From an optimization exercise on the open Yosys and OpenROAD flow, aimed at small area and a short achievable clock period; shortcuts taken in it are not production practice.
Function was checked by simulation only, so behaviour that the tests miss may differ from the original.
Power is estimated from default activity; no workload was simulated.

`design.v`:
```
module dc_i2f_norm (
    input  wire [31:0] a,
    output reg  [31:0] w
);
    reg        s, low;
    reg [31:0] mag, n;
    reg [4:0]  lz;
    integer    i;
    always @* begin
        s = a[31];
        low = 1'b0;
        for (i = 0; i < 32; i = i + 1) begin
            mag[i] = a[i] ^ (s & low);
            low    = low | a[i];
        end
        lz = 5'd31;
        for (i = 0; i < 32; i = i + 1)
            if (mag[i]) lz = 5'd31 - i[4:0];
        n = mag << lz;
        w = {s, lz, n[31:8], n[7], |n[6:0]};
    end
endmodule
module dc_i2f_round (
    input  wire [31:0] w,
    output reg  [31:0] f
);
    reg        s, inc, cy;
    reg [4:0]  lz;
    reg [23:0] n, r;
    reg [7:0]  e0, e1;
    integer    i;
    always @* begin
        s   = w[31];
        lz  = w[30:26];
        n   = w[25:2];
        inc = w[1] & (w[0] | n[0]);
        for (i = 0; i < 24; i = i + 1)
            r[i] = n[i] ^ (inc & &(n | ~((24'd1 << i) - 24'd1)));
        cy = inc & &n;
        e0 = 8'd158 - {3'd0, lz};
        e1 = 8'd159 - {3'd0, lz};
        if (!n[23])
            f = 32'd0;
        else
            f = {s, cy ? e1 : e0, r[22:0]};
    end
endmodule
module dc_encode (
    input  wire [31:0] w,
    input  wire [2:0]  fmt,
    input  wire        x,
    output reg  [31:0] data,
    output reg         sat,
    output reg         nan
);
    localparam [2:0] T_G4 = 3'd0, T_I8 = 3'd1, T_F8E4 = 3'd2, T_F8E5 = 3'd3,
                     T_BF16 = 3'd4, T_FP16 = 3'd5, T_I32 = 3'd6, T_FP32 = 3'd7;
    reg  [10:0] kept;
    reg         rb, st, s, ov1, ov2, e4m, is_nan, is_inf, inc;
    reg  [7:0]  eb, ef;
    reg  [11:0] r;
    reg  [1:0]  c;
    reg         over;
    reg  [7:0]  i8;
    reg  [15:0] fcode, maxc, infc;
    integer     i;
    always @* begin
        kept   = w[10:0];
        rb     = w[11];
        st     = w[12];
        s      = w[13];
        eb     = w[21:14];
        ov1    = w[22];
        ov2    = w[23];
        e4m    = w[24];
        is_nan = w[25];
        is_inf = w[26];
        inc = rb & (st | kept[0]);
        for (i = 0; i < 11; i = i + 1)
            r[i] = kept[i] ^ (inc & &(kept | ~((11'd1 << i) - 11'd1)));
        r[11] = inc & &kept;
        case (fmt)
            T_F8E4:  c = r[4:3];
            T_F8E5:  c = r[3:2];
            T_BF16:  c = r[8:7];
            default: c = r[11:10];
        endcase
        ef   = eb + {6'd0, c};
        over = ov1 || (ov2 && c[1]) || (e4m && r[2:0] == 3'd7);
        case (fmt)
            T_F8E4:  begin fcode = {8'd0, s, ef[3:0], r[2:0]};  maxc = {8'd0, s, 7'h7E}; infc = 16'h007F; end
            T_F8E5:  begin fcode = {8'd0, s, ef[4:0], r[1:0]};  maxc = {8'd0, s, 7'h7B}; infc = {8'd0, s, 7'h7C}; end
            T_BF16:  begin fcode = {s, ef[7:0], r[6:0]};        maxc = {s, 15'h7F7F}; infc = {s, 15'h7F80}; end
            default: begin fcode = {s, ef[4:0], r[9:0]};        maxc = {s, 15'h7BFF}; infc = {s, 15'h7C00}; end
        endcase
        i8 = s ? (8'd0 - r[7:0]) : r[7:0];
        data = 32'd0;
        sat  = 1'b0;
        nan  = 1'b0;
        case (fmt)
            T_G4: begin
                data = {28'd0, w[3:0]};
                sat  = w[4];
                nan  = w[5];
            end
            T_I8: begin
                if (is_nan) nan = 1'b1;
                else if (ov1 || r[8] || (r[7] && (!s || r[6:0] != 7'd0))) begin
                    data = s ? 32'h80 : 32'h7F;
                    sat  = 1'b1;
                end else
                    data = {24'd0, i8};
            end
            T_I32: data = w;
            T_FP32: begin
                data = w;
                nan  = x;
            end
            default: begin
                if (is_nan) begin
                    nan = 1'b1;
                    case (fmt)
                        T_F8E4:  data = 32'h7F;
                        T_F8E5:  data = 32'h7E;
                        T_BF16:  data = 32'h7FC0;
                        default: data = 32'h7E00;
                    endcase
                end else if (is_inf || over) begin
                    sat  = x || !is_inf;
                    data = {16'd0, x ? maxc : infc};
                end else
                    data = {16'd0, fcode};
            end
        endcase
    end
endmodule
module dc_align (
    input  wire [31:0] v,
    input  wire [2:0]  fmt,
    output reg  [31:0] w
);
    localparam [2:0] T_I8 = 3'd1, T_F8E4 = 3'd2, T_F8E5 = 3'd3, T_BF16 = 3'd4;
    reg         s, hid, is_nan, is_inf;
    reg  [7:0]  ex, ex1, eb;
    reg  [23:0] sig, t, pre;
    reg  [3:0]  sh;
    reg         sub, ov1, ov2, e4m;
    integer     i;
    always @* begin
        s      = v[31];
        ex     = v[30:23];
        hid    = ex != 8'd0;
        sig    = {hid, v[22:0]};
        ex1    = {ex[7:1], ex[0] | !hid};
        is_nan = (ex == 8'hFF) && (v[22:0] != 23'd0);
        is_inf = (ex == 8'hFF) && (v[22:0] == 23'd0);
        case (fmt)
            T_I8:    sh = (ex1 >= 8'd134) ? 4'd3 : (ex1 <= 8'd125) ? 4'd12 : 4'd9 - ex1[3:0];    
            T_F8E4:  sh = (ex1 >= 8'd121) ? 4'd7 : (ex1 <= 8'd116) ? 4'd12 : 4'd0 - ex1[3:0];    
            T_F8E5:  sh = (ex1 >= 8'd113) ? 4'd8 : (ex1 <= 8'd109) ? 4'd12 : 4'd9 - ex1[3:0];    
            T_BF16:  sh = 4'd3;
            default: sh = (ex1 >= 8'd113) ? 4'd0 : (ex1 <= 8'd101) ? 4'd12 : 4'd1 - ex1[3:0];    
        endcase
        t = sig >> sh;
        pre[0] = sig[0];
        for (i = 1; i < 24; i = i + 1)
            pre[i] = pre[i-1] | sig[i];
        case (fmt)
            T_F8E4:  begin sub = ex1 < 8'd121; eb = ex1 + 8'd7;  end
            T_BF16:  begin sub = 1'b0;         eb = ex1 - 8'd1;  end
            default: begin sub = ex1 < 8'd113; eb = ex1 + 8'd15; end
        endcase
        if (sub) eb = 8'd0;
        e4m = 1'b0;
        case (fmt)
            T_I8:    begin ov1 = ex1 >= 8'd135; ov2 = 1'b0; end
            T_F8E4:  begin ov1 = ex1 >= 8'd136; ov2 = ex1 >= 8'd135; e4m = ex1 == 8'd135; end
            T_BF16:  begin ov1 = 1'b0;          ov2 = ex1 == 8'd254; end
            default: begin ov1 = ex1 >= 8'd143; ov2 = ex1 >= 8'd142; end
        endcase
        w = {5'd0, is_inf, is_nan, e4m, ov2, ov1, eb, s, pre[5'd11 + {1'b0, sh}], t[12], t[23:13]};
    end
endmodule
module dc_g4_find (
    input  wire [31:0]  acc,
    input  wire         acc_int,
    input  wire         mask,
    input  wire [127:0] cb,
    output reg  [31:0]  w,
    output reg          sat,
    output reg          nan
);
    function ge9;
        input [8:0] a, b;
        reg   [8:0] x, z;
        reg         c;
        integer     k;
        begin
            x = {~a[8], a[7:0]};
            z = {b[8], ~b[7:0]};
            c = 1'b1;
            for (k = 0; k < 9; k = k + 1)
                c = (x[k] & z[k]) | ((x[k] | z[k]) & c);
            ge9 = c;
        end
    endfunction
    reg               s;
    reg  [7:0]        ex;
    reg  [23:0]       sig;
    reg  [3:0]        sh;
    reg  [23:0]       t;
    reg               f;
    reg  [9:0]        u;       
    reg  [10:0]       y;       
    reg  [10:0]       y2;      
    reg  [8:0]        yq;      
    reg               big;
    reg               kill;
    reg  [15:0]       d;       
    reg  [14:0]       h;       
    reg  [7:0]        elo, ehi;
    reg               hi_eq;
    reg  [3:0]        j;
    integer           i, c;
    always @* begin
        s   = acc[31];
        ex  = acc[30:23];
        sig = {ex != 8'd0, acc[22:0]};
        nan = !acc_int && (ex == 8'hFF) && (acc[22:0] != 23'd0) && !mask;
        kill = mask || nan;
        big = (ex >= 8'd135);
        if (ex <= 8'd122) sh = 4'd12;
        else              sh = 4'd6 - ex[3:0];                
        t = sig >> sh;
        f = 1'b0;
        for (i = 0; i < 24; i = i + 1)
            if (i < 15 + sh) f = f | sig[i];
        u = {t[23:15], f};
        if (big) u = 10'h3FF;
        if (acc_int) begin
            if (acc[31:8] == {24{acc[31]}}) y = {acc[8:0], 2'b00};
            else                            y = {acc[31], {10{~acc[31]}}};
            y2 = {y[10:1], acc[31]};
        end else begin
            y[0]  = u[0];
            y2[0] = s ? ~u[0] : u[0];
            for (i = 1; i < 11; i = i + 1) begin
                y[i]  = s ? (~(i < 10 ? u[i] : 1'b0) ^ ~|(u & ((10'd1 << i) - 10'd1)))
                          : (i < 10 ? u[i] : 1'b0);
                y2[i] = s ? (~(i < 10 ? u[i] : 1'b0) ^ ~|(u & ((10'd1 << i) - 10'd2)))
                          : (i < 10 ? u[i] : 1'b0);
            end
        end
        if (kill) begin
            y  = 11'd0;
            y2 = 11'd0;
        end
        yq = y[10:2];
        for (c = 0; c < 16; c = c + 1)
            d[c] = ge9(yq, {cb[8*c+7], cb[8*c +: 8]});
        for (c = 0; c < 15; c = c + 1)
            h[c] = d[c] & !d[c+1];
        elo = 8'd0;
        ehi = 8'd0;
        for (c = 0; c < 15; c = c + 1) begin
            elo = elo | ({8{h[c]}} & cb[8*c +: 8]);
            ehi = ehi | ({8{h[c]}} & cb[8*c+8 +: 8]);
        end
        j[3] = d[8];
        j[2] = j[3] ? d[12] : d[4];
        j[1] = d[{j[3:2], 2'b10}];
        j[0] = d[{j[3:1], 1'b1}];
        hi_eq = (yq == {cb[127], cb[127:120]}) && (y[1:0] == 2'b00);
        sat = 1'b0;
        if (!d[0] || d[15]) begin
            sat = !kill && (!d[0] || !hi_eq);
            w   = {1'b0, j, 8'd1, 8'd1, 11'd0};
        end else
            w   = {1'b0, j, ehi, elo, y2};
    end
endmodule
module dc_g4_pick (
    input  wire [31:0] w,
    output reg  [3:0]  code
);
    function cout10;
        input [9:0] x, z;
        input       cin;
        reg   [9:0] g, p;
        reg   [5:0] gg;
        begin
            g = x & z;
            p = x | z;
            gg[0] = g[0] | (p[0] & cin);
            gg[1] = g[1] | (p[1] & g[0]);
            gg[2] = g[3] | (p[3] & g[2]);
            gg[3] = g[5] | (p[5] & g[4]);
            gg[4] = g[7] | (p[7] & g[6]);
            gg[5] = g[9] | (p[9] & g[8]);
            cout10 = gg[5] | (p[9] & p[8] & (gg[4] | (p[7] & p[6] & (gg[3] | (p[5] & p[4] &
                     (gg[2] | (p[3] & p[2] & (gg[1] | (p[1] & gg[0])))))))));
        end
    endfunction
    reg  [10:0] y2, a0, b0, c0, sm, cr;
    reg  [7:0]  elo, ehi;
    reg  [3:0]  j;
    reg         up;
    always @* begin
        y2  = w[10:0];
        elo = w[18:11];
        ehi = w[26:19];
        j   = w[30:27];
        a0 = {y2[10], y2[10:1]};
        b0 = {{3{~elo[7]}}, ~elo};
        c0 = {{3{~ehi[7]}}, ~ehi};
        sm = a0 ^ b0 ^ c0;
        cr = {(a0[9:0] & b0[9:0]) | (a0[9:0] & c0[9:0]) | (b0[9:0] & c0[9:0]), 1'b1};
        up = !(sm[10] ^ cr[10] ^ cout10(sm[9:0], cr[9:0], y2[0]));
        code = up ? j + 4'd1 : j;
    end
endmodule
module drain_convert (
    input  wire         clk,
    input  wire         rst,
    input  wire         in_valid,
    input  wire [31:0]  in_acc,
    input  wire         in_acc_int,
    input  wire [3:0]   in_ofmt,
    input  wire         in_sat,
    input  wire         in_mask,
    input  wire [127:0] in_cb,
    output reg          out_valid,
    output reg  [31:0]  out_data,
    output reg          out_sat,
    output reg          out_nan
);
    localparam [2:0] T_G4 = 3'd0, T_I32 = 3'd6, T_FP32 = 3'd7;
    reg         r_valid;
    reg [31:0]  r_acc;
    reg         r_acc_int;
    reg [2:0]   r_ofmt;
    reg         r_sat;
    reg         r_mask;
    reg [127:0] r_cb;
    always @(posedge clk) begin
        if (rst) r_valid <= 1'b0;
        else     r_valid <= in_valid;
        r_acc     <= in_acc;
        r_acc_int <= in_acc_int;
        r_ofmt    <= in_ofmt[2:0];
        r_sat     <= in_sat;
        r_mask    <= in_mask;
        r_cb      <= in_cb;
    end
    wire [31:0] nrm_w, g4_w;
    wire        g4_sat, g4_nan;
    dc_i2f_norm u_nrm (.a(r_acc), .w(nrm_w));
    dc_g4_find  u_g4f (.acc(r_acc), .acc_int(r_acc_int), .mask(r_mask), .cb(r_cb),
                       .w(g4_w), .sat(g4_sat), .nan(g4_nan));
    reg [31:0] c1_w;
    reg [2:0]  c1_fmt;
    reg        c1_x, c1_i;
    always @* begin
        c1_fmt = r_ofmt;
        c1_x   = r_sat;
        c1_i   = 1'b0;
        if (r_ofmt == T_G4) begin
            c1_w = g4_w;
            c1_x = g4_sat;
            c1_i = g4_nan;
        end else if (r_mask) begin
            c1_w   = 32'd0;              
            c1_fmt = T_I32;
        end else if (r_acc_int && r_ofmt != T_I32) begin
            c1_w = nrm_w;
            c1_i = 1'b1;
        end else
            c1_w = r_acc;
    end
    reg         p_valid;
    reg [31:0]  p_w;
    reg [2:0]   p_fmt;
    reg         p_x;       
    reg         p_i;       
    always @(posedge clk) begin
        if (rst) p_valid <= 1'b0;
        else     p_valid <= r_valid;
        p_w   <= c1_w;
        p_fmt <= c1_fmt;
        p_x   <= c1_x;
        p_i   <= c1_i;
    end
    wire [31:0] acc_f, aln_w;
    wire [3:0]  g4_code;
    wire [31:0] v = p_i ? acc_f : p_w;
    wire        v_nan = (v[30:23] == 8'hFF) && (v[22:0] != 23'd0);
    dc_i2f_round u_rnd (.w(p_w), .f(acc_f));
    dc_g4_pick   u_g4p (.w(p_w), .code(g4_code));
    dc_align     u_aln (.v(v), .fmt(p_fmt), .w(aln_w));
    reg [31:0] c2_w;
    reg        c2_x;
    always @* begin
        c2_x = p_x;
        case (p_fmt)
            T_G4:    c2_w = {26'd0, p_i, p_x, g4_code};
            T_I32:   c2_w = p_w;
            T_FP32:  begin
                c2_w = v_nan ? 32'h7FC0_0000 : v;
                c2_x = v_nan;
            end
            default: c2_w = aln_w;
        endcase
    end
    reg         m_valid;
    reg [31:0]  m_w;
    reg [2:0]   m_fmt;
    reg         m_x;
    always @(posedge clk) begin
        if (rst) m_valid <= 1'b0;
        else     m_valid <= p_valid;
        m_w   <= c2_w;
        m_fmt <= p_fmt;
        m_x   <= c2_x;
    end
    wire [31:0] c_data;
    wire        c_osat, c_onan;
    dc_encode u_enc (.w(m_w), .fmt(m_fmt), .x(m_x),
                     .data(c_data), .sat(c_osat), .nan(c_onan));
    always @(posedge clk) begin
        if (rst) out_valid <= 1'b0;
        else     out_valid <= m_valid;
        out_data <= c_data;
        out_sat  <= c_osat;
        out_nan  <= c_onan;
    end
endmodule
```
`run.sh`:
```
#!/bin/bash
# synth_recipe.tcl (not shown) runs the flow's synth.tcl, then flattens the netlist and writes it again
# the make line also repeats each setting of config.mk as NAME=value (left out here)
make -C /OpenROAD-flow-scripts/flow DESIGN_CONFIG=/design/flow/config.mk WORK_HOME=/design/flow/orfs CLKGATE_MAP_FILE= SYNTH_SCRIPT=/design/flow/synth_recipe.tcl finish
```
`config.mk`:
```
export PLATFORM = sky130hd
export DESIGN_NAME = drain_convert
export DESIGN_NICKNAME = drain_convert
export VERILOG_FILES = /design/flow/design.v
export SDC_FILE = /design/flow/constraint.sdc
export NUM_CORES = 4
export LEC_CHECK = 0
export ABC_AREA = 1
export CAP_MARGIN = 20
export CORE_MARGIN = 2
export CORE_UTILIZATION = 40
export PLACE_DENSITY = 0.6
export SLEW_MARGIN = 20
```
`constraint.sdc`:
```
create_clock -name core_clock -period 20.0 [get_ports {clk}]
set_input_delay 4.0000 -clock core_clock [delete_from_list [all_inputs] [get_ports {clk}]]
set_output_delay 4.0000 -clock core_clock [all_outputs]
set_load 0.01 [all_outputs]
```
==> results of run 1 <==
[per-layer routing]
metal,routed length (um),global-route usage
met1,32830,0.3937
met2,36150,0.4937
met3,6639,0.04433
met4,4133,0.1506
met5,0,0
[final cells by class]
class	count	area share
clock buffers	40	0.03697
flip-flops and latches	277	0.2413
clock inverters	18	0.01013
well taps	622	0.03387
inverters	375	0.06164
multi-input cells	2317	0.5234
repair buffers	216	0.09268
[cell usage in the layout (no fill, tap or decap), types with 10 or more instances in the layout]
master / n
xor2_1: 37
dfxtp_1: 277
o22ai_1: 34
inv_1: 333
o221ai_1: 18
buf_4: 13
o21ai_0: 154
a21oi_1: 110
clkbuf_16: 31
fa_1: 11
clkdlybuf4s50_1: 203
a211oi_1: 14
inv_2: 31
nand2_1: 773
nor3_1: 33
or2_2: 11
ha_1: 44
o211ai_1: 39
nand3_2: 10
nor2_1: 294
o31ai_1: 10
nand4_1: 46
o21ai_1: 23
nand2_2: 30
nand3_1: 446
nor2_2: 18
a32oi_1: 12
a22oi_1: 22
o21ai_2: 11
[stage by stage]
stage	std cells	hold WS [ns]
floorplan	3078	0.3637
global placement	3807	0.3944
detailed placement	3807	0.3998
CTS	3865	0.4093
global route	3865	0.4344
finish	3865	0.4066
[power by group through the flow]
| stage | clock network [W] | logic (W) | registers, W |
|---|---|---|---|
| detailed placement | 0 | 0.000674 | 0.000668 |
| CTS | 0.000609 | 0.000678 | 0.000656 |
| global placement | 0 | 0.000671 | 0.000668 |
| global route | 0.000630 | 0.000757 | 0.000662 |
| finish | 0.000597 | 0.000693 | 0.000658 |
| floorplan | 0 | 0.000451 | 0.000652 |
[sequential cells by signal, indices dropped and copies added, names as in the netlist]
signal and flops:
m_valid 1, p_w 32, r_sat 1, out_nan 1, p_fmt 3, p_valid 1, r_cb 128, out_sat 1
m_fmt 3, p_i 1, out_data 32, m_x 1, r_valid 1, p_x 1, r_ofmt 3, r_mask 1
m_w 32, out_valid 1, r_acc 32, r_acc_int 1
[kinds of logic (layout without fill, tap and decap cells)]
group,count (synthesis),after routing
AOI/OAI and AO/OA,518,518
and+or+nand+nor,1704,1704
buffers and inverters,484,649
DFF,277,277
adders and majority gates,55,55
xor gates and xnor gates,40,40
[worst max path at each step]
stage / start / endpoint / slack (ns)
3_3_place_gp: r_acc[23]$_DFF_P_ / p_w[22]$_DFF_P_ / 12.04
6_report: r_acc[23]$_DFF_P_ / p_w[22]$_DFF_P_ / 11.66
2_1_floorplan: r_acc[23]$_DFF_P_ / p_w[16]$_DFF_P_ / 14.42
3_5_place_dp: r_acc[23]$_DFF_P_ / p_w[14]$_DFF_P_ / 11.92
4_1_cts: r_acc[23]$_DFF_P_ / p_w[14]$_DFF_P_ / 11.89
5_1_grt: r_acc[23]$_DFF_P_ / p_w[14]$_DFF_P_ / 11.03
[worst max-delay path, delay by kind of cell (launching register included)]
kind	cells	cell delay (ns)
simple gates	28	4.44
buf+inv	6	1.13
compound gates	7	1.11
fa+ha+maj	4	0.96
flops	1	0.55
==> run_results.csv, run 1 <==
group,metric,value,unit
routing,drtIter0Drc,2678,
synthesis,synth_top_area_cell,"dfxtp_1",
die,rows,81,
sta,slew_headroom,0.3079,
routing,via_per_inst,5.714,
routing,dr_total_vias,22080,
final_layout,num_antenna_cells,0,
clock_tree,cts_root_buf,"clkbuf_16",
routing,drc,0,
routing,wirelength,79.76,mm
clock_tree,htree_num_levels,1,
synthesis,netlist_instances,3078,
synthesis,synth_simple_gate_area_frac,0.3854,
synthesis,synth_xor_area_frac,0.01787,
clock_tree,clk_pin_slew,0.06,ns
worst_setup_path,critPathSlowestCell,"nand2_1",
routing,drt_first_pass_iters,6,
sta,fmaxAchievable,120.0,MHz
sta,setup_violations,0,
final_layout,final_core_util,0.4723,
pwr,ir_drop,58.81,uV
min_path,hold_path_class,"flip-flop to flip-flop",
synthesis,synth_compound_area_frac,0.1693,
synthesis,synth_ff_type,"dfxtp_1",
die,start_util,0.4030,
pwr,p_seq_frac,0.338,
synthesis,yosysMostFrequentCell,"nand2_1",
clock_tree,cts_tree,"done",
synthesis,ys_ff_latch,277,
final_layout,drive_above_1_share,0.06846,
pwr,intPower,0.001181,W
pwr,p_switching,0.0007666,W
pwr,power_frac_comb,0.356,
worst_setup_path,crit_top_cell,"nor2_1",
synthesis,yosys_warnings,7,
sta,final_hold_viol_count,0,
sta,clock-skew-final,0.01286,ns
grt,grt_overflow,0,
synthesis,synth_top_family_by_area,"simple AND/OR/NAND/NOR gates",
synthesis,synth_edf_count,0,
sta,min_period,8.336,ns
clock_tree,cts.path.max_buffers,3,
final_layout,regArea,0.005545,sq mm
place,gp_congestion,1.013,
sta,fin_tns_setup,0,ns
pwr,total_power,0.001947,W
min_path,min_from,"p_valid$_SDFF_PP0_",
die,pin_count,205,
pwr,p_per_area,84.75,mW/mm^2
clock_tree,cts_buffers,31,
sta,rsz0062_at_grt,"false",
grt,grt_pass1_vias,20290,
sta,fin_ws,11.66,ns
min_path,holdPathEnd,"m_valid$_SDFF_PP0_",
worst_setup_path,cp-end-kind,"flip-flop",
worst_setup_path,crit_required,20.54,ns
sta,fin_crit_sh,0.4168,
die,die_w,225.4,um
min_path,min_path_cells,2,
sta,slew_violations,0,
pwr,swShare,0.3937,
final_layout,design_area,0.02298,sq mm
final_layout,area_growth,17.19,%
synthesis,ys_types,73,
synthesis,avgSynthCellArea,6.370,sq um
place,dpl_cell_area,0.02189,sq mm
place,dp_hpwl,62.74,mm
grt,grt_max_degree,50,
synthesis,ys_async_sr_fraction,0,
final_layout,final_nets,3443,
die,die_area,0.05080,sq mm
routing,postRouteAntennaNets,0,
place,dp_slack,11.92,ns
final_layout,num-fill-cells,5072,
place,portBuffers,203,
worst_setup_path,r2r_cells,45,
routing,wl_per_cell,20.64,um
die,die_h,225.4,um
pwr,clockPowerShare,0.306,
clock_tree,clk_latency,0.61,ns
clock_tree,cts_setup_buffers,0,
pwr,p_leak,10.49,nW
synthesis,synthesis.nets,3303,
worst_setup_path,r2r_end,"p_w[22]$_DFF_P_",
worst_setup_path,cpPeakStageDelay,0.69,ns
clock_tree,post_cts_resized,0,
final_layout,multiInputGateArea,0.01203,sq mm
synthesis,synth_mux_area_frac,0,
synthesis,yosys-top-cells-count,"nand2_1, nand3_1, inv_1",
status,status,"no timing/DRC/antenna violations",
worst_setup_path,worstReg2RegStart,"r_acc[23]$_DFF_P_",
worst_setup_path,criticalPathCategory,"flip-flop to flip-flop",
worst_setup_path,cp_max_fo,24,
grt,grtUsageTotal,0.3039,
run,drv_cap,0,
synthesis,yosysSeqAreaShare,0.2828,
clock_tree,cts.sinks,277,
synthesis,synth_area_leaders,"dfxtp_1, nand2_1, nand3_1",
sta,tightestPinTransition,1.035,ns
synthesis,synthAdderAreaFrac,0.03931,
synthesis,synth_top_area_frac,0.2828,
grt,antenna_found_initial,0,
worst_setup_path,crit_arrival,8.88,ns
worst_setup_path,ff2ff_setup_slack,11.66,ns
synthesis,syn-cell-area,0.01961,sq mm
worst_setup_path,crit_path_start_kind,"flip-flop",
grt,grt_pass1_wl,118.6,mm
die,core_area,0.04865,sq mm
clock_tree,postCtsHoldBufs,0,
==> run 2, diff against run 1 <==
--- a/design.v
+++ b/design.v
@@ -3,18 +3,39 @@
     output reg  [31:0] w
 );
-    reg        s, low;
+    reg        s;
+    reg [31:0] lo;             
     reg [31:0] mag, n;
+    reg [7:0]  z4;             
+    reg [15:0] l4;             
+    reg [3:0]  z8;
+    reg [11:0] l8;
+    reg [1:0]  z16;
+    reg [7:0]  l16;
     reg [4:0]  lz;
-    integer    i;
+    integer    i, k;
     always @* begin
         s = a[31];
-        low = 1'b0;
-        for (i = 0; i < 32; i = i + 1) begin
-            mag[i] = a[i] ^ (s & low);
-            low    = low | a[i];
+        lo = a;
+        for (k = 0; k < 5; k = k + 1)
+            for (i = 0; i < 32; i = i + 1)
+                if ((i >> k) & 1)
+                    lo[i] = lo[i] | lo[((i >> k) << k) - 1];
+        mag[0] = a[0];
+        for (i = 1; i < 32; i = i + 1)
+            mag[i] = a[i] ^ (s & lo[i-1]);
+        for (k = 0; k < 8; k = k + 1) begin
+            z4[k]       = mag[4*k +: 4] == 4'd0;
+            l4[2*k+1]   = !mag[4*k+3] && !mag[4*k+2];
+            l4[2*k]     = !mag[4*k+3] && (mag[4*k+2] || !mag[4*k+1]);
+        end
+        for (k = 0; k < 4; k = k + 1) begin
+            z8[k]        = z4[2*k+1] && z4[2*k];
+            l8[3*k +: 3] = z4[2*k+1] ? {1'b1, l4[4*k +: 2]} : {1'b0, l4[4*k+2 +: 2]};
+        end
+        for (k = 0; k < 2; k = k + 1) begin
+            z16[k]       = z8[2*k+1] && z8[2*k];
+            l16[4*k +: 4] = z8[2*k+1] ? {1'b1, l8[6*k +: 3]} : {1'b0, l8[6*k+3 +: 3]};
         end
-        lz = 5'd31;
-        for (i = 0; i < 32; i = i + 1)
-            if (mag[i]) lz = 5'd31 - i[4:0];
+        lz = z16[1] ? {1'b1, l16[3:0]} : {1'b0, l16[7:4]};
         n = mag << lz;
         w = {s, lz, n[31:8], n[7], |n[6:0]};
@@ -146,5 +167,5 @@
     reg  [3:0]  sh;
     reg         sub, ov1, ov2, e4m;
-    integer     i;
+    integer     i, k;
     always @* begin
         s      = v[31];
@@ -163,7 +184,9 @@
         endcase
         t = sig >> sh;
-        pre[0] = sig[0];
-        for (i = 1; i < 24; i = i + 1)
-            pre[i] = pre[i-1] | sig[i];
+        pre = sig;
+        for (k = 0; k < 5; k = k + 1)
+            for (i = 0; i < 24; i = i + 1)
+                if ((i >> k) & 1)
+                    pre[i] = pre[i] | pre[((i >> k) << k) - 1];
         case (fmt)
             T_F8E4:  begin sub = ex1 < 8'd121; eb = ex1 + 8'd7;  end
@@ -193,14 +216,21 @@
     function ge9;
         input [8:0] a, b;
-        reg   [8:0] x, z;
-        reg         c;
-        integer     k;
+        reg   [8:0] x, z, g, p;
+        reg   [4:0] g1, p1;
+        reg   [2:0] g2, p2;
         begin
             x = {~a[8], a[7:0]};
             z = {b[8], ~b[7:0]};
-            c = 1'b1;
-            for (k = 0; k < 9; k = k + 1)
-                c = (x[k] & z[k]) | ((x[k] | z[k]) & c);
-            ge9 = c;
+            g = x & z;
+            p = x | z;
+            g1[0] = g[0] | p[0];                    
+            g1[1] = g[2] | (p[2] & g[1]);  p1[1] = p[2] & p[1];
+            g1[2] = g[4] | (p[4] & g[3]);  p1[2] = p[4] & p[3];
+            g1[3] = g[6] | (p[6] & g[5]);  p1[3] = p[6] & p[5];
+            g1[4] = g[8] | (p[8] & g[7]);  p1[4] = p[8] & p[7];
+            g2[0] = g1[1] | (p1[1] & g1[0]);
+            g2[1] = g1[3] | (p1[3] & g1[2]);  p2[1] = p1[3] & p1[2];
+            g2[2] = g1[4];                    p2[2] = p1[4];
+            ge9 = g2[2] | (p2[2] & (g2[1] | (p2[1] & g2[0])));
         end
     endfunction
@@ -208,10 +238,10 @@
     reg  [7:0]        ex;
     reg  [23:0]       sig;
-    reg  [3:0]        sh;
-    reg  [23:0]       t;
+    reg  [23:0]       pre;     
+    reg               sel;
     reg               f;
     reg  [9:0]        u;       
     reg  [10:0]       y;       
-    reg  [10:0]       y2;      
+    reg               sv;      
     reg  [8:0]        yq;      
     reg               big;
@@ -222,5 +252,5 @@
     reg               hi_eq;
     reg  [3:0]        j;
-    integer           i, c;
+    integer           i, c, k;
     always @* begin
         s   = acc[31];
@@ -230,29 +260,34 @@
         kill = mask || nan;
         big = (ex >= 8'd135);
-        if (ex <= 8'd122) sh = 4'd12;
-        else              sh = 4'd6 - ex[3:0];                
-        t = sig >> sh;
-        f = 1'b0;
-        for (i = 0; i < 24; i = i + 1)
-            if (i < 15 + sh) f = f | sig[i];
-        u = {t[23:15], f};
+        pre = sig;
+        for (k = 0; k < 5; k = k + 1)
+            for (i = 0; i < 24; i = i + 1)
+                if ((i >> k) & 1)
+                    pre[i] = pre[i] | pre[((i >> k) << k) - 1];
+        u = 10'd0;
+        f = |sig;
+        for (c = 123; c <= 134; c = c + 1) begin
+            sel = (ex == c);
+            for (i = 0; i < 9; i = i + 1)
+                if (i + 149 - c < 24)
+                    u[i+1] = u[i+1] | (sel & sig[i + 149 - c]);
+            f = f & (!sel | pre[(148 - c > 23) ? 23 : 148 - c]);
+        end
+        u[0] = f;
         if (big) u = 10'h3FF;
         if (acc_int) begin
+            sv = acc[31];
             if (acc[31:8] == {24{acc[31]}}) y = {acc[8:0], 2'b00};
             else                            y = {acc[31], {10{~acc[31]}}};
-            y2 = {y[10:1], acc[31]};
         end else begin
-            y[0]  = u[0];
-            y2[0] = s ? ~u[0] : u[0];
-            for (i = 1; i < 11; i = i + 1) begin
-                y[i]  = s ? (~(i < 10 ? u[i] : 1'b0) ^ ~|(u & ((10'd1 << i) - 10'd1)))
-                          : (i < 10 ? u[i] : 1'b0);
-                y2[i] = s ? (~(i < 10 ? u[i] : 1'b0) ^ ~|(u & ((10'd1 << i) - 10'd2)))
-                          : (i < 10 ? u[i] : 1'b0);
-            end
+            sv = s;
+            y[0] = u[0];
+            for (i = 1; i < 11; i = i + 1)
+                y[i] = s ? (~(i < 10 ? u[i] : 1'b0) ^ ~|(u & ((10'd1 << i) - 10'd1)))
+                         : (i < 10 ? u[i] : 1'b0);
         end
         if (kill) begin
             y  = 11'd0;
-            y2 = 11'd0;
+            sv = 1'b0;
         end
         yq = y[10:2];
@@ -268,7 +303,8 @@
         end
         j[3] = d[8];
-        j[2] = j[3] ? d[12] : d[4];
-        j[1] = d[{j[3:2], 2'b10}];
-        j[0] = d[{j[3:1], 1'b1}];
+        j[2] = (d[4] & !d[8]) | d[12];
+        j[1] = (d[2] & !d[4]) | (d[6] & !d[8]) | (d[10] & !d[12]) | d[14];
+        j[0] = (d[1] & !d[2]) | (d[3] & !d[4]) | (d[5] & !d[6]) | (d[7] & !d[8]) |
+               (d[9] & !d[10]) | (d[11] & !d[12]) | (d[13] & !d[14]) | d[15];
         hi_eq = (yq == {cb[127], cb[127:120]}) && (y[1:0] == 2'b00);
         sat = 1'b0;
@@ -277,5 +313,5 @@
             w   = {1'b0, j, 8'd1, 8'd1, 11'd0};
         end else
-            w   = {1'b0, j, ehi, elo, y2};
+            w   = {sv, j, ehi, elo, y};
     end
 endmodule
@@ -284,37 +320,39 @@
     output reg  [3:0]  code
 );
-    function cout10;
-        input [9:0] x, z;
-        input       cin;
-        reg   [9:0] g, p;
-        reg   [5:0] gg;
+    function cout11;
+        input [10:0] x, z;
+        input        cin;
+        reg   [10:0] g, p;
+        reg   [5:0]  gg;
         begin
             g = x & z;
             p = x | z;
             gg[0] = g[0] | (p[0] & cin);
-            gg[1] = g[1] | (p[1] & g[0]);
-            gg[2] = g[3] | (p[3] & g[2]);
-            gg[3] = g[5] | (p[5] & g[4]);
-            gg[4] = g[7] | (p[7] & g[6]);
-            gg[5] = g[9] | (p[9] & g[8]);
-            cout10 = gg[5] | (p[9] & p[8] & (gg[4] | (p[7] & p[6] & (gg[3] | (p[5] & p[4] &
-                     (gg[2] | (p[3] & p[2] & (gg[1] | (p[1] & gg[0])))))))));
+            gg[1] = g[2] | (p[2] & g[1]);
+            gg[2] = g[4] | (p[4] & g[3]);
+            gg[3] = g[6] | (p[6] & g[5]);
+            gg[4] = g[8] | (p[8] & g[7]);
+            gg[5] = g[10] | (p[10] & g[9]);
+            cout11 = gg[5] | (p[10] & p[9] & (gg[4] | (p[8] & p[7] & (gg[3] | (p[6] & p[5] &
+                     (gg[2] | (p[4] & p[3] & (gg[1] | (p[2] & p[1] & gg[0])))))))));
         end
     endfunction
-    reg  [10:0] y2, a0, b0, c0, sm, cr;
+    reg  [11:0] a0, b0, c0, sm, cr;
+    reg  [10:0] y;
     reg  [7:0]  elo, ehi;
     reg  [3:0]  j;
-    reg         up;
+    reg         sv, up;
     always @* begin
-        y2  = w[10:0];
+        y   = w[10:0];
         elo = w[18:11];
         ehi = w[26:19];
         j   = w[30:27];
-        a0 = {y2[10], y2[10:1]};
-        b0 = {{3{~elo[7]}}, ~elo};
-        c0 = {{3{~ehi[7]}}, ~ehi};
+        sv  = w[31];
+        a0 = {y[10], y};
+        b0 = {{3{~elo[7]}}, ~elo, 1'b1};
+        c0 = {{3{~ehi[7]}}, ~ehi, 1'b1};
         sm = a0 ^ b0 ^ c0;
-        cr = {(a0[9:0] & b0[9:0]) | (a0[9:0] & c0[9:0]) | (b0[9:0] & c0[9:0]), 1'b1};
-        up = !(sm[10] ^ cr[10] ^ cout10(sm[9:0], cr[9:0], y2[0]));
+        cr = {(a0[10:0] & b0[10:0]) | (a0[10:0] & c0[10:0]) | (b0[10:0] & c0[10:0]), 1'b1};
+        up = !(sm[11] ^ cr[11] ^ cout11(sm[10:0], cr[10:0], sv));
         code = up ? j + 4'd1 : j;
     end
==> flow/run.sh (new file) <==
#!/bin/bash
# The standard layout, with each port buffered by the smallest buffer cell
# instead of the default choice.
set -euo pipefail
export BUFFER_PORTS_ARGS="-buffer_cell sky130_fd_sc_hd__buf_1"
bash standard.sh finish > standard_flow.log 2>&1
==> standard.sh (new file) <==
#!/bin/bash
# synth_recipe.tcl (not shown) runs the flow's synth.tcl, then flattens the netlist and writes it again
# the make line also repeats each setting of config.mk as NAME=value (left out here)
make -C /OpenROAD-flow-scripts/flow DESIGN_CONFIG=/design/flow/config.mk WORK_HOME=/design/flow/orfs CLKGATE_MAP_FILE= SYNTH_SCRIPT=/design/flow/synth_recipe.tcl "${@:-finish}"
removed: run.sh
==> run_results.csv, run 2 <==
group,metric,value,unit
final_layout,num-fill-cells,5506,
synthesis,avgSynthCellArea,6.180,sq um
synthesis,yosys-top-cells-count,"nand2_1, nand3_1, inv_1",
clock_tree,cts_setup_buffers,0,
sta,fin_tns_setup,0,ns
die,start_util,0.4038,
clock_tree,post_cts_resized,0,
place,portBuffers,203,
worst_setup_path,crit_path_start_kind,"flip-flop",
worst_setup_path,critPathSlowestCell,"nor2_2",
synthesis,synth_ff_type,"dfxtp_1",
routing,wirelength,77.50,mm
grt,grt_overflow,0,
routing,via_per_inst,5.509,
pwr,p_per_area,83.64,mW/mm^2
worst_setup_path,worst-path-buf-inv,7,
worst_setup_path,worstReg2RegStart,"r_acc[30]$_DFF_P_",
worst_setup_path,criticalPathCategory,"flip-flop to flip-flop",
worst_setup_path,crit_arrival,7.65,ns
synthesis,yosysMostFrequentCell,"nand2_1",
grt,grt_max_degree,54,
die,die_area,0.05226,sq mm
pwr,p_switching,0.0007387,W
final_layout,final_nets,3608,
worst_setup_path,cpPeakStageDelay,0.82,ns
sta,setup_violations,0,
synthesis,synthesis.nets,3483,
pwr,p_leak,10.57,nW
sta,rsz0062_at_grt,"false",
sta,tightestPinTransition,1.165,ns
synthesis,ys_ff_latch,277,
routing,wl_per_cell,18.97,um
final_layout,regMostFlops,"r_cb",
die,core_area,0.04997,sq mm
status,status,"no timing/DRC/antenna violations",
final_layout,regArea,0.005547,sq mm
min_path,min_from,"r_valid$_SDFF_PP0_",
synthesis,synth_edf_count,0,
min_path,holdPathEnd,"p_valid$_SDFF_PP0_",
clock_tree,clk_pin_slew,0.06,ns
sta,min_period,7.115,ns
grt,grt_pass1_vias,20440,
worst_setup_path,cp-end-kind,"flip-flop",
sta,fin_crit_sh,0.3557,
synthesis,yosysSeqAreaShare,0.2748,
die,pin_count,205,
final_layout,area_growth,10.23,%
pwr,clockPowerShare,0.313,
clock_tree,cts_tree,"done",
worst_setup_path,crit_top_cell,"nor2_1",
routing,drtIter0Drc,2390,
routing,postRouteAntennaNets,0,
pwr,intPower,0.001122,W
die,die_h,228.6,um
clock_tree,htree_num_levels,1,
clock_tree,cts.path.max_buffers,3,
sta,fmaxAchievable,140.6,MHz
worst_setup_path,crit_required,20.53,ns
synthesis,netlist_instances,3265,
worst_setup_path,cp_max_fo,31,
worst_setup_path,r2r_cells,36,
place,dp_hpwl,60.36,mm
grt,grtUsageTotal,0.2885,
clock_tree,cts_buffers,30,
sta,whs,0.4057,ns
min_path,hold_path_class,"flip-flop to flip-flop",
pwr,p_seq_frac,0.356,
routing,drc,0,
synthesis,synth_top_area_cell,"dfxtp_1",
sta,slew_violations,0,
final_layout,multiInputGateArea,0.01250,sq mm
clock_tree,cts.sinks,277,
final_layout,largest_reg_flops,128,
final_layout,final_cell_mix,"nand2_1, nand3_1, inv_1, dfxtp_1, nor2_1",
run,drv_cap,0,
pwr,swShare,0.3971,
clock_tree,cts_root_buf,"clkbuf_16",
routing,dr_total_vias,22510,
pwr,power_frac_comb,0.331,
clock_tree,postCtsHoldBufs,0,
synthesis,yosys_warnings,7,
sta,slew_headroom,0.2203,
place,gp_congestion,1.005,
synthesis,ys_types,67,
die,die_w,228.6,um
min_path,min_path_cells,2,
sta,clock-skew-final,0.01552,ns
sta,final_hold_viol_count,0,
routing,drt_first_pass_iters,7,
synthesis,synth_top_area_frac,0.2748,
synthesis,ys_async_sr_fraction,0,
pwr,ir_drop,73.10,uV
final_layout,num_antenna_cells,0,
grt,antenna_found_initial,1,
synthesis,syn-cell-area,0.02018,sq mm
worst_setup_path,critical_path.top_delay_family,"simple AND/OR/NAND/NOR gates",
worst_setup_path,r2r_end,"p_w[26]$_DFF_P_",
synthesis,synth_area_leaders,"dfxtp_1, nand2_1, nand3_1",
grt,grt_pass1_wl,118.9,mm
worst_setup_path,ff2ff_setup_slack,12.89,ns
final_layout,final_common_cell,"nand2_1",
final_layout,drive_above_1_share,0.05800,
clock_tree,clk_latency,0.59,ns
die,rows,82,
## run 2: cell count changes after synthesis, sizes merged, moves of 12 or more
cell / before / now
nor2: 323 / 294
o22ai: 34 / 20
nand2: 806 / 1015
a21oi: 121 / 102
nand3b: 2 / 14
clkbuf: 48 / 30
inv: 365 / 377
nand3: 456 / 477
a211oi: 14 / 2
nand4: 48 / 111
o21ai: 191 / 175
buf: 61 / 92
## run 2: per-layer routing
metal / wire (um) / track usage
met3: 6049 / 0.03406
met4: 3666 / 0.1275
met2: 33970 / 0.4612
met1: 33810 / 0.3906
met5: 0 / 0
## run 2: kinds of logic (layout without fill, tap and decap cells)
kind of cell	after synthesis	in the layout	synth area share
AOI/OAI and AO/OA	426	426	0.1317
xor gates and xnor gates	42	42	0.01898
adders and majority gates	48	48	0.03386
buffers and inverters	504	653	0.1061
DFF	277	277	0.2748
and+or+nand+nor	1968	1968	0.4345
## run 2: layout make-up
class                   instances  share of cell area
repair buffers                215             0.03831
clock inverters                22             0.01209
multi-input cells            2484              0.5619
well taps                     672             0.03780
flip-flops and latches        277              0.2494
clock buffers                  34             0.03578
inverters                     382             0.06469
## run 2: worst max path at each step
stage,start,end,depth (start not counted)
after floorplan,r_acc[26]$_DFF_P_,p_w[15]$_DFF_P_,40
final,r_acc[30]$_DFF_P_,p_w[26]$_DFF_P_,36
after detailed placement,r_acc[30]$_DFF_P_,p_w[26]$_DFF_P_,36
after global routing,r_acc[30]$_DFF_P_,p_w[26]$_DFF_P_,36
after CTS,r_acc[30]$_DFF_P_,p_w[26]$_DFF_P_,36
after global placement,r_acc[30]$_DFF_P_,p_w[26]$_DFF_P_,36
## run 2: power groups by stage
stage	clock network, W	registers [W]	logic [W]
4_1_cts	0.000602	0.000660	0.000601
2_1_floorplan	0	0.000649	0.000439
6_report	0.000583	0.000662	0.000615
3_5_place_dp	0	0.000672	0.000598
3_3_place_gp	0	0.000672	0.000599
5_1_grt	0.000628	0.000666	0.000681
## run 2: metrics by stage
step           cell area, sq um  total power [W]  setup WS (ns)  utilization  cells
2_1_floorplan             20180         0.001088          15.46            -   3265
3_3_place_gp              21170         0.001271          13.08       0.4236   4029
3_5_place_dp              21170         0.001270          13.00       0.4236   4029
4_1_cts                   22230         0.001862          12.99       0.4449   4085
5_1_grt                   22240         0.001975          12.17       0.4451   4086
6_report                  22240         0.001860          12.89       0.4451   4086
## run 2: worst min-delay path: stages, from the launching register on
cell,delay [ns]
dfxtp_1,0.30
inv_1,0.04
nor2_1,0.03
==> run 3, diff against run 2 <==
==> run.sh (new file) <==
#!/bin/bash
# synth_recipe.tcl (not shown) runs the flow's synth.tcl, then flattens the netlist and writes it again
# the make line also repeats each setting of config.mk as NAME=value (left out here)
make -C /OpenROAD-flow-scripts/flow DESIGN_CONFIG=/design/flow/config.mk WORK_HOME=/design/flow/orfs CLKGATE_MAP_FILE= SYNTH_SCRIPT=/design/flow/synth_recipe.tcl finish
removed: flow/run.sh
removed: standard.sh
==> run_results.csv, run 3 <==
group,metric,value,unit
status,status,"no timing/DRC/antenna violations",
grt,grt_pass1_vias,21640,
die,pin_count,205,
routing,drtIter0Drc,2525,
die,rows,82,
synthesis,syn-cell-area,0.02018,sq mm
place,portBuffers,203,
place,dp_hpwl,69.03,mm
synthesis,avgSynthCellArea,6.180,sq um
final_layout,final_nets,3615,
worst_setup_path,cp-startpoint,"r_acc[30]$_DFF_P_",
sta,clock-skew-final,0.02717,ns
die,die_h,228.6,um
worst_setup_path,criticalPathCategory,"flip-flop to flip-flop",
worst_setup_path,crit_path_start_kind,"flip-flop",
sta,fmaxAchievable,142.2,MHz
sta,setup_violations,0,
worst_setup_path,crit_arrival,7.52,ns
clock_tree,cts.sinks,277,
synthesis,yosysMostFrequentCell,"nand2_1",
die,start_util,0.4038,
clock_tree,cts_setup_buffers,0,
clock_tree,cts_tree,"done",
synthesis,yosys-top-cells-count,"nand2_1, nand3_1, inv_1",
routing,dr_total_vias,23320,
synthesis,ys_async_sr_fraction,0,
synthesis,synth_top_area_cell,"dfxtp_1",
routing,drc,0,
clock_tree,cts_buffers,34,
sta,final_hold_viol_count,0,
worst_setup_path,worstReg2RegStart,"r_acc[30]$_DFF_P_",
pwr,p_leak,11.13,nW
worst_setup_path,cpPeakStageDelay,0.85,ns
place,gp_congestion,0.9886,
grt,grt_overflow,0,
clock_tree,cts.path.max_buffers,3,
final_layout,regMostFlops,"r_cb",
worst_setup_path,r2r_end,"p_w[16]$_DFF_P_",
min_path,hold_path_class,"flip-flop to flip-flop",
sta,fin_ws,12.97,ns
grt,grt_max_degree,54,
synthesis,netlist_instances,3265,
synthesis,synth_top_area_frac,0.2748,
clock_tree,clk_latency,0.56,ns
final_layout,final_cell_mix,"nand2_1, nand3_1, inv_1, dfxtp_1, nor2_1",
worst_setup_path,crit_top_cell,"nor2_1",
sta,slew_violations,0,
grt,grtUsageTotal,0.3250,
worst_setup_path,r2r_cells,32,
worst_setup_path,cp_max_fo,31,
final_layout,largest_reg_flops,128,
sta,tightestPinTransition,1.075,ns
worst_setup_path,ff2ff_setup_slack,12.97,ns
die,die_area,0.05226,sq mm
worst_setup_path,crit_required,20.49,ns
synthesis,synthesis.nets,3483,
routing,via_per_inst,5.694,
die,die_w,228.6,um
clock_tree,cts_root_buf,"clkbuf_16",
routing,wl_per_cell,21.46,um
grt,grt_pass1_wl,131.1,mm
pwr,ir_drop,67.72,uV
synthesis,synth_edf_count,0,
clock_tree,postCtsHoldBufs,0,
synthesis,ys_ff_latch,277,
final_layout,drive_above_1_share,0.05932,
clock_tree,post_cts_resized,0,
synthesis,yosysSeqAreaShare,0.2748,
pwr,p_per_area,83.11,mW/mm^2
final_layout,area_growth,16.95,%
final_layout,num-fill-cells,5322,
synthesis,synth_ff_type,"dfxtp_1",
sta,slew_headroom,0.2825,
sta,rsz0062_at_grt,"false",
die,core_area,0.04997,sq mm
routing,drt_first_pass_iters,7,
sta,fin_tns_setup,0,ns
final_layout,final_common_cell,"nand2_1",
worst_setup_path,crit_end,"p_w[16]$_DFF_P_",
worst_setup_path,critPathSlowestCell,"nor2_2",
grt,antenna_found_initial,1,
synthesis,ys_types,67,
worst_setup_path,cp-end-kind,"flip-flop",
place,dp_slack,13.13,ns
synthesis,yosys_warnings,7,
clock_tree,htree_num_levels,2,
synthesis,synth_area_leaders,"dfxtp_1, nand2_1, nand3_1",
routing,postRouteAntennaNets,0,
clock_tree,clk_pin_slew,0.06,ns
routing,wirelength,87.86,mm
run,drv_cap,0,
min_path,min_path_cells,2,
sta,fin_crit_sh,0.3516,
sta,min_period,7.032,ns
## run 3: worst min path at each step
stage	slack [ns]	start	to
3_3_place_gp	0.39	r_valid$_SDFF_PP0_	p_valid$_SDFF_PP0_
4_1_cts	0.40	m_valid$_SDFF_PP0_	out_valid$_SDFF_PP0_
3_5_place_dp	0.40	m_valid$_SDFF_PP0_	out_valid$_SDFF_PP0_
2_1_floorplan	0.36	p_fmt[0]$_DFF_P_	m_fmt[0]$_DFF_P_
6_report	0.41	m_valid$_SDFF_PP0_	out_valid$_SDFF_PP0_
5_1_grt	0.44	m_valid$_SDFF_PP0_	out_valid$_SDFF_PP0_
## run 3: per-layer routing
metal | track usage | vias to the layer above | wire length, um
met3 | 0.03942 | 164 | 7584
met5 | 0 | - | 0
met2 | 0.5189 | 1253 | 39100
met4 | 0.1248 | 0 | 3368
met1 | 0.4471 | 10860 | 37810
li1 | - | 11040 | -
## run 3: critical path, delay by kind of cell, from the launching register on
kind | cells | cell delay, ns
and+or+nand+nor | 18 | 3.87
adders and majority gates | 3 | 0.70
DFF | 1 | 0.67
AOI/OAI and AO/OA | 8 | 1.27
buffers and inverters | 3 | 0.41
## run 3: power breakdown
group / total, W / switching (W) / internal, W / leakage (nW)
logic: 0.000679 / 0.000458 / 0.000222 / 8.28
clock network: 0.000617 / 0.000264 / 0.000353 / 0.531
registers: 0.000665 / 0.0000621 / 0.000603 / 2.32
## run 3: stage by stage
step / hold slack (ns) / util / area [sq um] / total power [W] / cells
after global placement: 0.3915 / 0.4496 / 22470 / 0.001328 / 4033
after floorplan: 0.3644 / - / 20180 / 0.001088 / 3265
after CTS: 0.4039 / 0.4721 / 23590 / 0.001956 / 4094
after detailed placement: 0.3954 / 0.4497 / 22470 / 0.001333 / 4033
after global routing: 0.4357 / 0.4722 / 23600 / 0.002062 / 4094
final: 0.4057 / 0.4723 / 23600 / 0.001961 / 4095
## run 3: final cells by class
type                       count  area, sq um  share of cell area
tap                          672        840.8             0.03563
sequential                   277         5545              0.2350
timing repair buffer         218         2145             0.09088
inverter                     382         1439             0.06098
antenna                        1        2.502           0.0001060
multi-input combinational   2484        12500              0.5299
clock inverter                18        186.4            0.007900
clock buffer                  43        935.9             0.03966
## run 3: cell families (layout without fill, tap and decap cells)
| kind of cell | Yosys count | count (layout) | share of synthesized area |
|---|---|---|---|
| AOI/OAI and AO/OA | 426 | 426 | 0.1317 |
| xor gates and xnor gates | 42 | 42 | 0.01898 |
| adders and majority gates | 48 | 48 | 0.03386 |
| buffers and inverters | 504 | 661 | 0.1061 |
| DFF | 277 | 277 | 0.2748 |
| other | 0 | 1 | 0 |
| and+or+nand+nor | 1968 | 1968 | 0.4345 |
==> run 4, diff against run 3 <==
--- a/design.v
+++ b/design.v
@@ -240,6 +240,6 @@
     reg  [23:0]       pre;     
     reg               sel;
-    reg               f;
-    reg  [9:0]        u;       
+    reg  [24:0]       sg;      
+    reg  [10:0]       yf;      
     reg  [10:0]       y;       
     reg               sv;      
@@ -265,15 +265,16 @@
                 if ((i >> k) & 1)
                     pre[i] = pre[i] | pre[((i >> k) << k) - 1];
-        u = 10'd0;
-        f = |sig;
+        sg[0] = sig[0];
+        for (i = 1; i < 24; i = i + 1)
+            sg[i] = sig[i] ^ (s & pre[i-1]);
+        sg[24] = s & pre[23];
+        yf = {{10{sg[24]}}, pre[23]};
         for (c = 123; c <= 134; c = c + 1) begin
             sel = (ex == c);
-            for (i = 0; i < 9; i = i + 1)
-                if (i + 149 - c < 24)
-                    u[i+1] = u[i+1] | (sel & sig[i + 149 - c]);
-            f = f & (!sel | pre[(148 - c > 23) ? 23 : 148 - c]);
+            for (i = 0; i < 10; i = i + 1)
+                yf[i+1] = (yf[i+1] & !sel) | (sel & sg[(i + 149 - c < 24) ? i + 149 - c : 24]);
+            yf[0] = (yf[0] & !sel) | (sel & pre[(148 - c > 23) ? 23 : 148 - c]);
         end
-        u[0] = f;
-        if (big) u = 10'h3FF;
+        if (big) yf = {s, {10{!s}}};
         if (acc_int) begin
             sv = acc[31];
@@ -282,8 +283,5 @@
         end else begin
             sv = s;
-            y[0] = u[0];
-            for (i = 1; i < 11; i = i + 1)
-                y[i] = s ? (~(i < 10 ? u[i] : 1'b0) ^ ~|(u & ((10'd1 << i) - 10'd1)))
-                         : (i < 10 ? u[i] : 1'b0);
+            y  = yf;
         end
         if (kill) begin
==> run_results.csv, run 4 <==
group,metric,value,unit
sta,clock-skew-final,0.02239,ns
pwr,power_frac_comb,0.335,
place,portBuffers,203,
routing,wirelength,82.31,mm
grt,antenna_found_initial,2,
routing,drt_first_pass_iters,6,
final_layout,drive_above_1_share,0.06730,
worst_setup_path,cpPeakStageDelay,0.58,ns
min_path,min_from,"m_w[31]$_DFF_P_",
synthesis,synthesis.nets,3402,
worst_setup_path,crit_required,20.49,ns
sta,fin_crit_sh,0.2892,
status,status,"no timing/DRC/antenna violations",
clock_tree,clk_pin_slew,0.06,ns
sta,whs,0.4073,ns
synthesis,synth_edf_count,0,
place,dpl_cell_area,0.02216,sq mm
pwr,p_switching,0.0007621,W
clock_tree,cts_buffers,34,
die,die_w,226.8,um
worst_setup_path,criticalPathCategory,"flip-flop to flip-flop",
sta,min_period,5.783,ns
place,placed_cells_incl_taps,3948,
final_layout,design_area,0.02337,sq mm
pwr,clockPowerShare,0.335,
worst_setup_path,cp_max_fo,40,
grt,grt_pass1_vias,20820,
sta,slew_headroom,0.2869,
routing,drc,0,
clock_tree,post_cts_resized,0,
clock_tree,clk_latency,0.58,ns
worst_setup_path,r2r_end,"p_w[0]$_DFF_P_",
pwr,p_leak,10.75,nW
synthesis,yosys-top-cells-count,"nand2_1, nand3_1, inv_1",
final_layout,num-fill-cells,5170,
pwr,swShare,0.3839,
grt,grtUsageTotal,0.3145,
synthesis,ys_async_sr_fraction,0,
synthesis,synth_top_area_cell,"dfxtp_1",
min_path,min_path_cells,2,
run,drv_cap,0,
worst_setup_path,crit_arrival,6.28,ns
clock_tree,cts_setup_buffers,0,
die,start_util,0.4056,
worst_setup_path,critPathSlowestCell,"nand2_2",
synthesis,yosys_warnings,7,
synthesis,ys_ff_latch,277,
clock_tree,htree_num_levels,2,
pwr,ir_drop,61.93,uV
grt,grt_overflow,0,
routing,dr_total_vias,22550,
pwr,p_per_area,84.96,mW/mm^2
routing,postRouteAntennaNets,0,
sta,tightestPinTransition,1.061,ns
final_layout,final_nets,3535,
final_layout,instances_no_fill,4008,
clock_tree,cts.sinks,277,
synthesis,netlist_instances,3187,
final_layout,area_growth,17.68,%
place,gp_congestion,1.010,
pwr,intPower,0.001223,W
final_layout,final_common_cell,"nand2_1",
worst_setup_path,r2r_cells,26,
worst_setup_path,ff2ff_setup_slack,14.22,ns
pwr,p_seq_frac,0.330,
sta,rsz0062_at_grt,"false",
die,core_area,0.04895,sq mm
grt,grt_max_degree,43,
sta,fmaxAchievable,172.9,MHz
synthesis,yosysMostFrequentCell,"nand2_1",
worst_setup_path,worstReg2RegStart,"r_acc[31]$_DFF_P_",
worst_setup_path,crit_path_start_kind,"flip-flop",
die,die_area,0.05144,sq mm
final_layout,regMostFlops,"r_cb",
die,pin_count,205,
min_path,holdPathEnd,"out_data[31]$_DFF_P_",
clock_tree,cts_tree,"done",
synthesis,yosysSeqAreaShare,0.2793,
synthesis,syn-cell-area,0.01986,sq mm
synthesis,synth_ff_type,"dfxtp_1",
sta,slew_violations,0,
routing,via_per_inst,5.626,
clock_tree,postCtsHoldBufs,0,
final_layout,largest_reg_flops,128,
die,die_h,226.8,um
final_layout,final_cell_mix,"nand2_1, nand3_1, inv_1, dfxtp_1, nor2_1",
synthesis,synth_area_leaders,"dfxtp_1, nand2_1, nand3_1",
clock_tree,cts_root_buf,"clkbuf_16",
min_path,hold_path_class,"flip-flop to flip-flop",
synthesis,avgSynthCellArea,6.230,sq um
routing,drtIter0Drc,2442,
sta,setup_violations,0,
worst_setup_path,cp-end-kind,"flip-flop",
die,rows,81,
clock_tree,cts.path.max_buffers,3,
place,dp_hpwl,64.06,mm
synthesis,ys_types,71,
grt,grt_pass1_wl,123.7,mm
synthesis,synth_top_area_frac,0.2793,
routing,wl_per_cell,20.54,um
sta,fin_tns_setup,0,ns
sta,final_hold_viol_count,0,
==> run 4: cell types whose count changed after synthesis, moves of 15 or more <==
cell | previous run | this run
nand2_1 | 983 | 820
nand3_1 | 466 | 483
o21ai_0 | 136 | 173
o211ai_1 | 28 | 46
nand2_2 | 25 | 40
inv_2 | 15 | 46
nand4_1 | 110 | 50
o21ai_1 | 33 | 75
==> run 4: layer usage <==
metal | up-vias | global-route usage | part of all wire | routed length, um
met5 | - | 0 | 0.00019 | 16
met4 | 2 | 0.1197 | 0.040 | 3310
met3 | 189 | 0.03913 | 0.076 | 6231
met2 | 1114 | 0.5110 | 0.45 | 37410
met1 | 10450 | 0.4242 | 0.43 | 35350
li1 | 10790 | - | - | -
==> run 4: area by class of cell <==
cell class	instances	area, sq um	area share
diodes	1	2.502	0.0001071
clock buffers	42	920.9	0.03941
clock inverters	17	281.5	0.01205
inverters	409	1536	0.06575
multi-input cells	2383	12130	0.5190
flip-flops and latches	277	5545	0.2373
well taps	664	830.8	0.03555
repair buffers	215	2122	0.09081
==> run 4: worst max-delay path by stage <==
stage	from	end	depth (start not counted)
detailed placement	r_acc[31]$_DFF_P_	p_w[0]$_DFF_P_	26
floorplan	out_data[0]$_DFF_P_	out_data[0]	0
CTS	r_acc[31]$_DFF_P_	p_w[0]$_DFF_P_	26
global placement	p_w[2]$_DFF_P_	m_w[11]$_DFF_P_	27
finish	r_acc[31]$_DFF_P_	p_w[0]$_DFF_P_	26
global route	p_w[2]$_DFF_P_	m_w[0]$_DFF_P_	30
==> run 4: power by group through the flow <==
stage          clock network (W)  logic, W  registers (W)
6_report                0.000664  0.000666       0.000655
5_1_grt                 0.000698  0.000733       0.000660
4_1_cts                 0.000678  0.000653       0.000654
3_5_place_dp                   0  0.000650       0.000666
3_3_place_gp                   0  0.000648       0.000665
2_1_floorplan                  0  0.000435       0.000649
==> run 4: cells by family (layout without fill, tap and decap cells) <==
| family | Yosys count | in the layout | share of synthesized area |
|---|---|---|---|
| flops | 277 | 277 | 0.2793 |
| xor+xnor | 40 | 40 | 0.01802 |
| other cells | 0 | 1 | 0 |
| simple gates | 1758 | 1758 | 0.3929 |
| compound gates | 540 | 540 | 0.1664 |
| fa+ha+maj | 45 | 45 | 0.03251 |
| buf+inv | 527 | 683 | 0.1109 |
==> run 4: critical path: cells and delay by family, from the launching register on <==
| family | cells | cell delay [ns] |
|---|---|---|
| and+or+nand+nor | 9 | 2.03 |
| AOI/OAI and AO/OA | 10 | 1.87 |
| buffers and inverters | 6 | 1.27 |
| DFF | 1 | 0.30 |
| adders and majority gates | 1 | 0.21 |
==> run 4: per-stage QoR <==
stage / setup slack, ns / utilization / total power (W)
after floorplan: 15.67 / - / 0.001084
after global placement: 14.31 / 0.4528 / 0.001314
after detailed placement: 14.34 / 0.4528 / 0.001315
after CTS: 14.30 / 0.4773 / 0.001985
after global routing: 13.62 / 0.4774 / 0.002091
final: 14.22 / 0.4774 / 0.001985

[port drivers added, routing unchanged]
No port has a modelled driver above. Below, the same layouts with a new extraction and two added sets of constraints.
Step 1 (the two cells are an assumption about what drives the block):
set clk [get_ports {clk}]
set_driving_cell -lib_cell sky130_fd_sc_hd__clkbuf_16 $clk
set_driving_cell -lib_cell sky130_fd_sc_hd__buf_2 [delete_from_list [all_inputs] $clk]
Step 2 moves the port delays by t, midway between the first and last clock arrival at a register: inputs arrive t later, outputs are due t later. That takes back most of the time a late clock gives input paths.
Three values: ideal ports, drivers, drivers and shift; two values: the first two.
run	t, ns	slack for setup (ns)	worst setup path after step 2	latest minus earliest clock arrival (ns)	slew at the worst register clock pin (ns)
run 1	0.667	11.664 / 11.664 / 11.664	register to register	0.013 / 0.014	0.07 / 0.07
run 2	0.646	12.885 / 12.885 / 12.885	register to register	0.016 / 0.016	0.07 / 0.07
run 3	0.603	12.968 / 12.968 / 12.968	register to register	0.031 / 0.030	0.07 / 0.07
run 4	0.632	14.217 / 14.217 / 14.217	register to register	0.024 / 0.024	0.06 / 0.06
After both steps every run listed still meets setup and hold.
